Context: an optimization exercise on an open-source flow, tuned for small area. The choices shown serve that exercise and are no tape-out recipe. Function was checked by simulation only, so behaviour that the tests miss may differ from the original. Power and IR drop assume default switching activity.

## JK
## lane_cur
module lane_cur (
    input                    clk,
    input                    rst,
    input                    start,
    input                    run,
    input                    three,
    input                    svm,
    input                    inv_a,
    input                    inv_b,
    input             [11:0] code_a,
    input             [11:0] code_b,
    input             [11:0] offs_a,
    input             [11:0] offs_b,
    input  signed     [17:0] iref_a,
    input  signed     [17:0] iref_b,
    input             [15:0] kpc,
    input             [15:0] kic,
    input             [14:0] vlim,
    input             [16:0] period,
    input             [11:0] minon,
    input             [11:0] minoff,
    output                   done,
    output signed     [15:0] v_a,
    output signed     [15:0] v_b,
    output signed     [15:0] v_c,
    output            [16:0] w_a,
    output            [16:0] w_b,
    output            [16:0] w_c
);
clock: 12.0 ns
lec_check: 0
cap_margin: 20
core_margin: 2
core_utilization: 40
gpl_timing_driven: 0
slew_margin: 20
standard.sh (not shown) runs the stock make flow with config.mk's settings and CLKGATE_MAP_FILE= SYNTH_SCRIPT=/design/flow/synth_recipe.tcl, a recipe that flattens the netlist after the stock synthesis.
==> flow/flow/run.sh <==
#!/bin/bash
# The standard layout flow, with the port buffers made from the smallest
# buffer cell instead of the one buffer_ports picks by default.
export BUFFER_PORTS_ARGS="-buffer_cell sky130_fd_sc_hd__buf_1"
bash standard.sh > standard.log 2>&1
JK finished every step from synthesis to the final layout, and the layout passed the timing, DRC and antenna checks.
Changes in MS relative to JK:
-- flow/config.mk --
<<< JK, line 10
export CORE_UTILIZATION = 40
export GPL_TIMING_DRIVEN = 0
export SLEW_MARGIN = 20
>>> MS, line 10
export CORE_UTILIZATION = 40
export CTS_BUF_LIST = sky130_fd_sc_hd__clkbuf_8 sky130_fd_sc_hd__clkbuf_16
export CTS_CLUSTER_SIZE = 12
export SLEW_MARGIN = 20
### Flow results
In summary, MS completed successfully, with a layout that passed the timing, DRC and antenna checks. In MS relative to JK, clock network power had gone down by a few percent. Against JK, MS comes in 4.1% lower on final net count. Cmp MS vs JK: internal portion of total power lower in MS. Comparing placed cell count for MS and JK, the bigger number came from JK. Filler cell count (higher): JK. Diff JK -> MS | final cell count without fillers | down by a few percent. MS has final worst-path cycle share below what JK had. Comparing relative contribution of combinational cells to total power for MS and JK, the smaller number came from MS.
For AL, these inputs were changed with respect to MS:
==> flow/run.sh (new file) <==
#!/bin/bash
# synth_recipe.tcl (not shown) runs the flow's synth.tcl, then flattens the netlist and writes it again
# the make line also repeats each setting of config.mk as NAME=value (left out here)
make -C /OpenROAD-flow-scripts/flow DESIGN_CONFIG=/design/flow/config.mk WORK_HOME=/design/flow/orfs CLKGATE_MAP_FILE= SYNTH_SCRIPT=/design/flow/synth_recipe.tcl finish
-- flow/config.mk --
<<< MS, line 10
export CORE_UTILIZATION = 40
export CTS_BUF_LIST = sky130_fd_sc_hd__clkbuf_8 sky130_fd_sc_hd__clkbuf_16
export CTS_CLUSTER_SIZE = 12
export SLEW_MARGIN = 20
>>> AL, line 10
export CORE_UTILIZATION = 40
export SLEW_MARGIN = 20
removed: flow/flow/run.sh
removed: flow/standard.sh
--- outcome ---
AL against MS; routed wire length is up by a few percent. For MS, the worst setup path startpoint was period[0], unlike AL, where it was period[1]. Summary — global-route usage, AL relative to MS: higher, by 1.6 points. MS -> AL: number of inserted filler cells in the final layout decreased by a few percent. Lower longest individual stage delay on the worst path goes to MS over AL. The growth of design area from synthesis to finish in AL was higher than what MS gave.
Modified inputs, TR compared to AL
==> flow/flow/run.sh (new file) <==
#!/bin/bash
# The standard layout flow, with the port buffers made from the smallest
# buffer cell instead of the one buffer_ports picks by default.
export BUFFER_PORTS_ARGS="-buffer_cell sky130_fd_sc_hd__buf_1"
bash standard.sh > standard.log 2>&1
==> flow/standard.sh (new file) <==
#!/bin/bash
# synth_recipe.tcl (not shown) runs the flow's synth.tcl, then flattens the netlist and writes it again
# the make line also repeats each setting of config.mk as NAME=value (left out here)
make -C /OpenROAD-flow-scripts/flow DESIGN_CONFIG=/design/flow/config.mk WORK_HOME=/design/flow/orfs CLKGATE_MAP_FILE= SYNTH_SCRIPT=/design/flow/synth_recipe.tcl "${@:-finish}"
-- flow/config.mk --
<<< AL, line 9
export CORE_MARGIN = 2
export CORE_UTILIZATION = 40
export SLEW_MARGIN = 20
>>> TR, line 9
export CORE_MARGIN = 2
export CORE_UTILIZATION = 65
export PLACE_DENSITY = 0.75
export SLEW_MARGIN = 20
removed: flow/run.sh
### Flow results
TR against AL; count of vias placed by the detailed router is up slightly. In the tables for AL and TR, number of antenna violations at the first check in global routing reads higher with AL. Most common cell after layout, fill and taps aside = sky130_fd_sc_hd__buf_1: TR; most common cell after layout, fill and taps aside = sky130_fd_sc_hd__clkdlybuf4s50_1: AL. Compared with AL, TR shows a final cell count that is 230 lower. In terms of count of multi-input combinational gates, TR and AL differ only marginally. Sort AL and TR by global-route wire length before repair, descending, and AL comes first. Total chip power for TR is lower than for AL.
### TR -> PW
-- flow/config.mk --
<<< TR, line 7
export LEC_CHECK = 0
export CAP_MARGIN = 20
export CORE_MARGIN = 2
export CORE_UTILIZATION = 65
export PLACE_DENSITY = 0.75
export SLEW_MARGIN = 20
>>> PW, line 7
export LEC_CHECK = 0
export ABC_AREA = 1
export CAP_MARGIN = 20
export CORE_MARGIN = 2
export CORE_UTILIZATION = 40
export SLEW_MARGIN = 20
Findings:
PW vs TR: number of cells produced by synthesis up. PW: fraction of the mapped netlist area in compound gates lower than TR. Going from TR to PW, worst stage delay on the critical path grows by 0.03 ns. When the final numbers for TR and PW were put side by side, the share of power burned in combinational logic turned out to be smaller in TR. For internal power summed over all cells, dividing the value from TR by the value from PW gives 1.08. In the metrics for TR and PW, the one carrying the lower global-route usage is PW. In the reports for TR and PW, the smaller buffer count excluding the clock tree in the final layout belongs to PW. Taking PW as 1.0, TR lands at 0.76 on met1 wire length. Total of cells resized after clock tree synthesis for PW: 1 down relative to TR. Remaining design rule violation count across TR and PW: no real change. PW has detailed-route wire length above what TR had.

[what the ideal ports hide]
The results above use ideal ports. As a check the final layouts listed here were re-extracted and re-timed, cells and wires unchanged. Step 1: set_driving_cell puts a clkbuf_16 on clk and a buf_2 on each other input, an assumption about the parent block. Step 2, shift: input delay + t, output delay - t, t = (earliest + latest rising clock arrival at the registers) / 2. This alone moves slack from input paths to output paths. Slacks: ideal / step 1 / step 2; pairs: ideal / step 1.
run | t (ns) | slack for setup (ns) | worst setup path at the end | worst slew at a driven data input, ns
JK | 0.545 | 0.257 / 0.236 / -0.140 | input to register | 0.05
MS | 0.508 | 0.296 / 0.275 / -0.108 | input to register | 0.06
AL | 0.512 | 0.192 / 0.161 / -0.212 | input to register | 0.07
TR | 0.495 | 0.299 / 0.276 / -0.136 | input to register | 0.05
PW | 0.520 | 0.355 / 0.333 / 0.023 | input to register | 0.10
With both steps, setup timing fails in JK, MS, AL and TR, where it was met with ideal ports. For TR, which loses most, drivers alone change the setup slack by -0.023 ns; drivers and shift together by -0.435 ns.
